From an optimization exercise on the open Yosys and OpenROAD flow, aimed at small area; shortcuts taken in it are not production practice.
In this exercise RTL edits were held to simulation tests only and were not proved equivalent to the original.
Power is estimated from default activity; no workload was simulated.

==> inputs of job 7870 <==
## vb_sense
module vb_sense (
    input  wire         clk,
    input  wire         rst,
    input  wire         enable,
    input  wire         tick,
    input  wire [5:0]   s_ls,
    input  wire         s_hs,
    input  wire         hs_en,
    input  wire [95:0]  sense_fs,
    input  wire [95:0]  i_oc,
    input  wire [15:0]  hs_fs,
    input  wire [15:0]  bank_oc,
    output wire [48:0]  f_code,
    output wire [5:0]   oc_fault,
    output wire         bank_oc_fault,
    output reg          meas_valid,
    output wire [101:0] meas_x
);
make LEC_CHECK=0 CAP_MARGIN=20 CORE_MARGIN=2 CORE_UTILIZATION=40 PLACE_DENSITY=0.6 SLEW_MARGIN=20 finish   # period 15.0 ns
run.sh (not shown) runs the stock make flow with config.mk's settings and CLKGATE_MAP_FILE= SYNTH_SCRIPT=/design/flow/synth_recipe.tcl, a recipe that flattens the netlist after the stock synthesis.
==> job 7200 (differences from job 7870) <==
--- a/flow/design.v
+++ b/flow/design.v
@@ -286,17 +286,18 @@
         end
     endfunction
     wire       clr  = rst | ~enable;
     wire       inst = tick & enable & ~rst;
     wire [6:0] bits = {s_hs, s_ls};
     integer n;
     genvar  c;
     reg         fresh;                 
-    reg  [5:0]  q    [0:6];            
+    reg  [4:0]  qn   [0:6];            
+    reg  [6:0]  qz;                    
     reg  [6:0]  prev_hit;
     reg  [6:0]  sticky;
     wire [6:0]  hit;
     always @(posedge clk) begin
         if (clr)       fresh <= 1'b1;
         else if (inst) fresh <= 1'b0;
     end
     generate
@@ -307,75 +308,76 @@
             vbs_sinc2 u_s (.h({h[14:1], h0}), .f(f));
             always @(posedge clk) begin
                 if (clr)       h[14:1] <= 14'd0;
                 else if (inst) h[14:1] <= {h[13:1], h0};
                 if (inst)      h[0] <= bits[c];
             end
             assign f_code[7*c +: 7] = f;
             wire        ge;
-            vbs_rca #(6) u_c (.a({f[6], f[4:0]}), .b(~q[c]), .ci(1'b1), .s(), .co(ge));
+            vbs_rca #(6) u_c (.a({f[6], f[4:0]}), .b({1'b1, qn[c]}), .ci(qz[c]), .s(), .co(ge));
             assign hit[c] = (f[6] | f[5]) & ge;
         end
     endgenerate
     assign oc_fault      = sticky[5:0] | (hit[5:0] & prev_hit[5:0]);
     assign bank_oc_fault = sticky[6]   | (hit[6] & prev_hit[6]);
     always @(posedge clk) begin
         if (clr) begin
             prev_hit <= 7'd0;
             sticky   <= 7'd0;
         end else if (tick) begin
-            prev_hit <= hit;
+            prev_hit <= {hit[6] & hs_en, hit[5:0]};
             sticky   <= {bank_oc_fault, oc_fault};
         end
     end
-    reg  [2:0]  dch;                   
+    reg  [6:0]  dsel;                  
     reg  [1:0]  dph;                   
     reg  [15:0] rem;
     reg  [3:0]  qq;
-    reg  [15:0] d_fs, d_i;
-    always @(*) begin
-        case (dch)
-            3'd0: begin d_fs = sense_fs[15:0];  d_i = i_oc[15:0];  end
-            3'd1: begin d_fs = sense_fs[31:16]; d_i = i_oc[31:16]; end
-            3'd2: begin d_fs = sense_fs[47:32]; d_i = i_oc[47:32]; end
-            3'd3: begin d_fs = sense_fs[63:48]; d_i = i_oc[63:48]; end
-            3'd4: begin d_fs = sense_fs[79:64]; d_i = i_oc[79:64]; end
-            3'd5: begin d_fs = sense_fs[95:80]; d_i = i_oc[95:80]; end
-            default: begin d_fs = hs_fs;        d_i = bank_oc;     end
-        endcase
-    end
+    wire [111:0] fs_all = {hs_fs, sense_fs};
+    wire [111:0] i_all  = {bank_oc, i_oc};
+    wire [15:0]  d_fs, d_i;
+    generate
+        for (c = 0; c < 16; c = c + 1) begin : g_dmux
+            wire [6:0] tf, ti;
+            genvar k;
+            for (k = 0; k < 7; k = k + 1) begin : g_k
+                assign tf[k] = dsel[k] & fs_all[16*k + c];
+                assign ti[k] = dsel[k] & i_all[16*k + c];
+            end
+            assign d_fs[c] = |tf;
+            assign d_i[c]  = |ti;
+        end
+    endgenerate
     wire [15:0] r0 = (dph == 2'd0) ? d_i : rem;
     wire [15:0] t1, t2;
     wire        nb1, nb2;
     vbs_rca #(16) u_d1 (.a({r0[14:0], 1'b0}), .b(~d_fs), .ci(1'b1), .s(t1), .co(nb1));
     wire        qa = nb1 | r0[15];
     wire [15:0] r1 = qa ? t1 : {r0[14:0], 1'b0};
     vbs_rca #(16) u_d2 (.a({r1[14:0], 1'b0}), .b(~d_fs), .ci(1'b1), .s(t2), .co(nb2));
     wire        qb = nb2 | r1[15];
     wire [15:0] r2 = qb ? t2 : {r1[14:0], 1'b0};
-    wire [4:0]  qfl = {qq, qa};
-    wire [5:0]  qfin;
-    vbs_rca #(5) u_d3 (.a(qfl), .b(5'd0), .ci(r1 != 16'd0), .s(qfin[4:0]), .co(qfin[5]));
     always @(posedge clk) begin
         if (clr) begin
-            dch <= 3'd0;
-            dph <= 2'd0;
+            dsel <= 7'd1;
+            dph  <= 2'd0;
         end else if (dph == 2'd2) begin
-            dph <= 2'd0;
-            dch <= (dch == 3'd6) ? 3'd0 : dch + 3'd1;
+            dph  <= 2'd0;
+            dsel <= {dsel[5:0], dsel[6]};
         end else begin
-            dph <= dph + 2'd1;
+            dph  <= dph + 2'd1;
         end
         rem <= r2;
         qq  <= (dph == 2'd0) ? {2'b00, qa, qb} : {qq[1:0], qa, qb};
-        if (dph == 2'd2)
-            for (n = 0; n < 7; n = n + 1)
-                if (dch == n)
-                    q[n] <= (n == 6 && !hs_en) ? 6'd63 : qfin;
+        for (n = 0; n < 7; n = n + 1)
+            if (dph == 2'd2 && dsel[n]) begin
+                qn[n] <= ~{qq, qa};
+                qz[n] <= (r1 == 16'd0);
+            end
     end
     reg  [5:0]  pos;                   
     reg  [1:0]  blk;                   
     reg  [1:0]  ph;                    
     reg  [2:0]  fl;                    
     reg  [2:0]  zl;                    
     reg  [2:0]  dl;                    
     wire        apply = |fl;
@@ -400,80 +402,73 @@
             fl  <= 3'd0;
         end else begin
             if (inst) pos <= pos + 6'd1;
             fl  <= {fl[1:0], inst};
         end
         zl <= {zl[1:0], clr};
     end
     reg         cact;                  
-    reg  [2:0]  cch;                   
+    reg  [5:0]  csel;                  
     reg  [3:0]  cstep;                 
     wire        cfirst = (cstep == 4'd0);
     wire        clast  = (cstep == 4'd15);
     wire        capv   = (|dl) & (role == 2'd0);
-    reg  [18:0] mv;                    
-    reg         mm;                    
+    wire [18:0] mv;                    
+    wire        mm;                    
     wire [17:0] u_in;
     reg  [17:0] u;
     wire [18:0] ms;
+    wire [18:0] vsel [0:5];
+    wire [5:0]  msel;
     generate
         for (c = 0; c < 6; c = c + 1) begin : g_meas
             reg  [17:0] r0q, r1q, r2q;     
             reg  [18:0] v;                 
             reg  [15:0] fsr;               
             wire        zb   = (zero | zc) & ~capv;
             wire [17:0] base = zb ? 18'd0 : r2q;
             wire [11:0] wadd = ((apply | capv) & g_fast[c].h[0]) ? w : 12'd0;
             wire [17:0] sum;
             wire        sco;
             vbs_rca #(18) u_r (.a(base), .b({6'd0, wadd}), .ci(1'b0), .s(sum), .co(sco));
-            wire        mine = cact & (cch == c);
             always @(posedge clk) begin
                 r0q <= sum;
                 r1q <= r0q;
                 r2q <= r1q;
                 if (capv)
                     v <= {~sco & ~sum[17], ~sum[17], sum[16:0]};
-                else if (mine && clast)
+                else if (c < 5 && cact && csel[c] && clast)
                     v[16:0] <= ms[18:2];
-                if (dec)
-                    fsr <= sense_fs[16*c +: 16];
-                else if (mine)
-                    fsr <= {1'b0, fsr[15:1]};
+                if (dec) fsr <= sense_fs[16*c +: 16];
+                else     fsr <= {fsr[0], fsr[15:1]};
             end
-            assign meas_x[17*c +: 17] = v[16:0];
+            assign vsel[c] = csel[c] ? v : 19'd0;
+            assign msel[c] = csel[c] & fsr[13];
+            assign meas_x[17*c +: 17] = (c < 5) ? v[16:0] : ms[18:2];
         end
     endgenerate
-    always @(*) begin
-        case (cch)
-            3'd0: begin mv = g_meas[0].v; mm = g_meas[0].fsr[0]; end
-            3'd1: begin mv = g_meas[1].v; mm = g_meas[1].fsr[0]; end
-            3'd2: begin mv = g_meas[2].v; mm = g_meas[2].fsr[0]; end
-            3'd3: begin mv = g_meas[3].v; mm = g_meas[3].fsr[0]; end
-            3'd4: begin mv = g_meas[4].v; mm = g_meas[4].fsr[0]; end
-            default: begin mv = g_meas[5].v; mm = g_meas[5].fsr[0]; end
-        endcase
-    end
+    assign mv = vsel[0] | vsel[1] | vsel[2] | vsel[3] | vsel[4] | vsel[5];
+    assign mm = |msel;
     assign u_in = cfirst ? {1'b0, mv[18], 16'd0} : u;
     vbs_rca #(19) u_m (.a({u_in[17], u_in}), .b(mm ? mv : 19'd0), .ci(mv[18]),
                        .s(ms), .co());
     always @(posedge clk) begin
         u <= ms[18:1];
         if (rst) begin
             cact       <= 1'b0;
             meas_valid <= 1'b0;
         end else begin
-            meas_valid <= cact & clast & (cch == 3'd5);
-            if (capv) begin
+            meas_valid <= cact & (cstep == 4'd14) & csel[5];
+            if (dl[2]) begin
                 cact  <= 1'b1;
-                cch   <= 3'd0;
+                csel  <= 6'd1;
                 cstep <= 4'd0;
             end else if (cact) begin
                 cstep <= cstep + 4'd1;
                 if (clast) begin
-                    cch <= cch + 3'd1;
-                    if (cch == 3'd5) cact <= 1'b0;
+                    csel <= {csel[4:0], 1'b0};
+                    if (csel[5]) cact <= 1'b0;
                 end
             end
         end
     end
 endmodule
==> flow/flow/run.sh (new file) <==
#!/bin/bash
# The standard layout (standard.sh) with three changes:
#  - synthesis is synth_recipe.tcl with two changes to its combinational
#    logic optimisation, made by flow_synth.tcl written below: yosys synth
#    skips its generic abc pass (-noabc; the -nofsm -noshare of synth_recipe.tcl
#    stay), so the explicit full-adder chains of the RTL reach extract_fa
#    unchanged, and the technology-mapping abc call uses flow/area.script,
#    a deeper ABC script. Registers are mapped before abc and are untouched.
#  - the ports are buffered by the smallest buffer (sky130_fd_sc_hd__buf_1);
#  - clock tree synthesis uses larger sink clusters and no dummy loads.
# make's output goes to flow_make.log; each ORFS step logs under orfs/logs.
set -euo pipefail
WORK=$(pwd)
export VBS_ABC_SCRIPT=$WORK/flow/area.script
{
  cat <<'T'
proc abc {args} {
  set i [lsearch -exact $args -script]
  if {$i >= 0} { lset args [expr {$i + 1}] $::env(VBS_ABC_SCRIPT) }
  yosys abc {*}$args
}
T
  sed 's/yosys synth -nofsm -noshare {\*}\$args/yosys synth -nofsm -noshare -noabc {*}$args/' synth_recipe.tcl
} > flow_synth.tcl
grep -q -- '-noabc' flow_synth.tcl
bash standard.sh \
  "SYNTH_SCRIPT=$WORK/flow_synth.tcl" \
  "REMOVE_ABC_BUFFERS=1" \
  "BUFFER_PORTS_ARGS=-buffer_cell sky130_fd_sc_hd__buf_1" \
  "CTS_ARGS=-sink_clustering_enable -repair_clock_nets -sink_clustering_size 30 -sink_clustering_max_diameter 80 -dont_use_dummy_load" \
  finish > flow_make.log 2>&1
==> flow/flow/area.script (new file) <==
&get -n
&st
&deepsyn -T 20
&dch -f
&nf -R 1000
&st
&syn2
&dch -f
&nf -R 1000
&put
topo
==> flow/standard.sh (new file) <==
#!/bin/bash
# synth_recipe.tcl (not shown) runs the flow's synth.tcl, then flattens the netlist and writes it again
# the make line also repeats each setting of config.mk as NAME=value (left out here)
make -C /OpenROAD-flow-scripts/flow DESIGN_CONFIG=/design/flow/config.mk WORK_HOME=/design/flow/orfs CLKGATE_MAP_FILE= SYNTH_SCRIPT=/design/flow/synth_recipe.tcl "${@:-finish}"
==> flow/config.mk (replaced) <==
export PLATFORM = sky130hd
export DESIGN_NAME = vb_sense
export DESIGN_NICKNAME = vb_sense
export VERILOG_FILES = /design/flow/design.v
export SDC_FILE = /design/flow/constraint.sdc
export NUM_CORES = 4
export LEC_CHECK = 0
export CAP_MARGIN = 20
export CORE_MARGIN = 2
export CORE_UTILIZATION = 55
export GPL_TIMING_DRIVEN = 0
export PLACE_DENSITY = 0.7
export SETUP_SLACK_MARGIN = 0.3
export SLEW_MARGIN = 20
removed: flow/run.sh
==> summary.txt <==
metric                                           job 7870        job 7200
Final non-clock buffer share                        9.99%           5.80%
CP max FO                                               4               6
Routed wire length per instance              20.4 microns    21.2 microns
H-tree level count                                      3               2
FF+latch count                                        767             774
Power attributed to the clock group               2.13 mW         1.06 mW
Placed instance count                                4775            3780
Register bit total from synthesis                     767             774
Number of global-route vias before repair           25100           22500
Area of the multi-input gates                0.0165 sq mm    0.0141 sq mm
Post-route clock skew                             59.6 ps         79.7 ps
Total track usage                                   21.1%           26.8%
Post-Syn Instances                                   3451            2728
Non-filler instance count after layout               4941            3828
Result of the run                          finished clean  finished clean
Final WS setup                                     186 ps          404 ps
Detailed Route WL                          101000 microns   81300 microns

-- static timing again, ports no longer ideal --
The results above use ideal ports. As a check the final layouts listed here were re-extracted and re-timed, cells and wires unchanged.
Step 1: set_driving_cell puts a clkbuf_16 on clk and a buf_2 on each other input, an assumption about the parent block.
Step 2, shift: input delay + t, output delay - t, t = (earliest + latest rising clock arrival at the registers) / 2. This alone moves slack from input paths to output paths.
Three values: no drivers, after step 1, after step 2; two values: the first two.
run	t, ns	setup WS [ns]	hold WS [ns]	latest minus earliest clock arrival (ns)
job 7870	0.701	0.186 / 0.211 / -0.490	0.311 / 0.311 / 0.311	0.060 / 0.060
job 7200	0.612	0.404 / 0.434 / -0.178	0.296 / 0.296 / 0.296	0.117 / 0.116
Met with ideal ports but missed after step 2: setup timing in job 7870 and job 7200. The setup slack of job 7870, which loses most, moves by +0.025 ns with the drivers and by -0.676 ns with both steps.
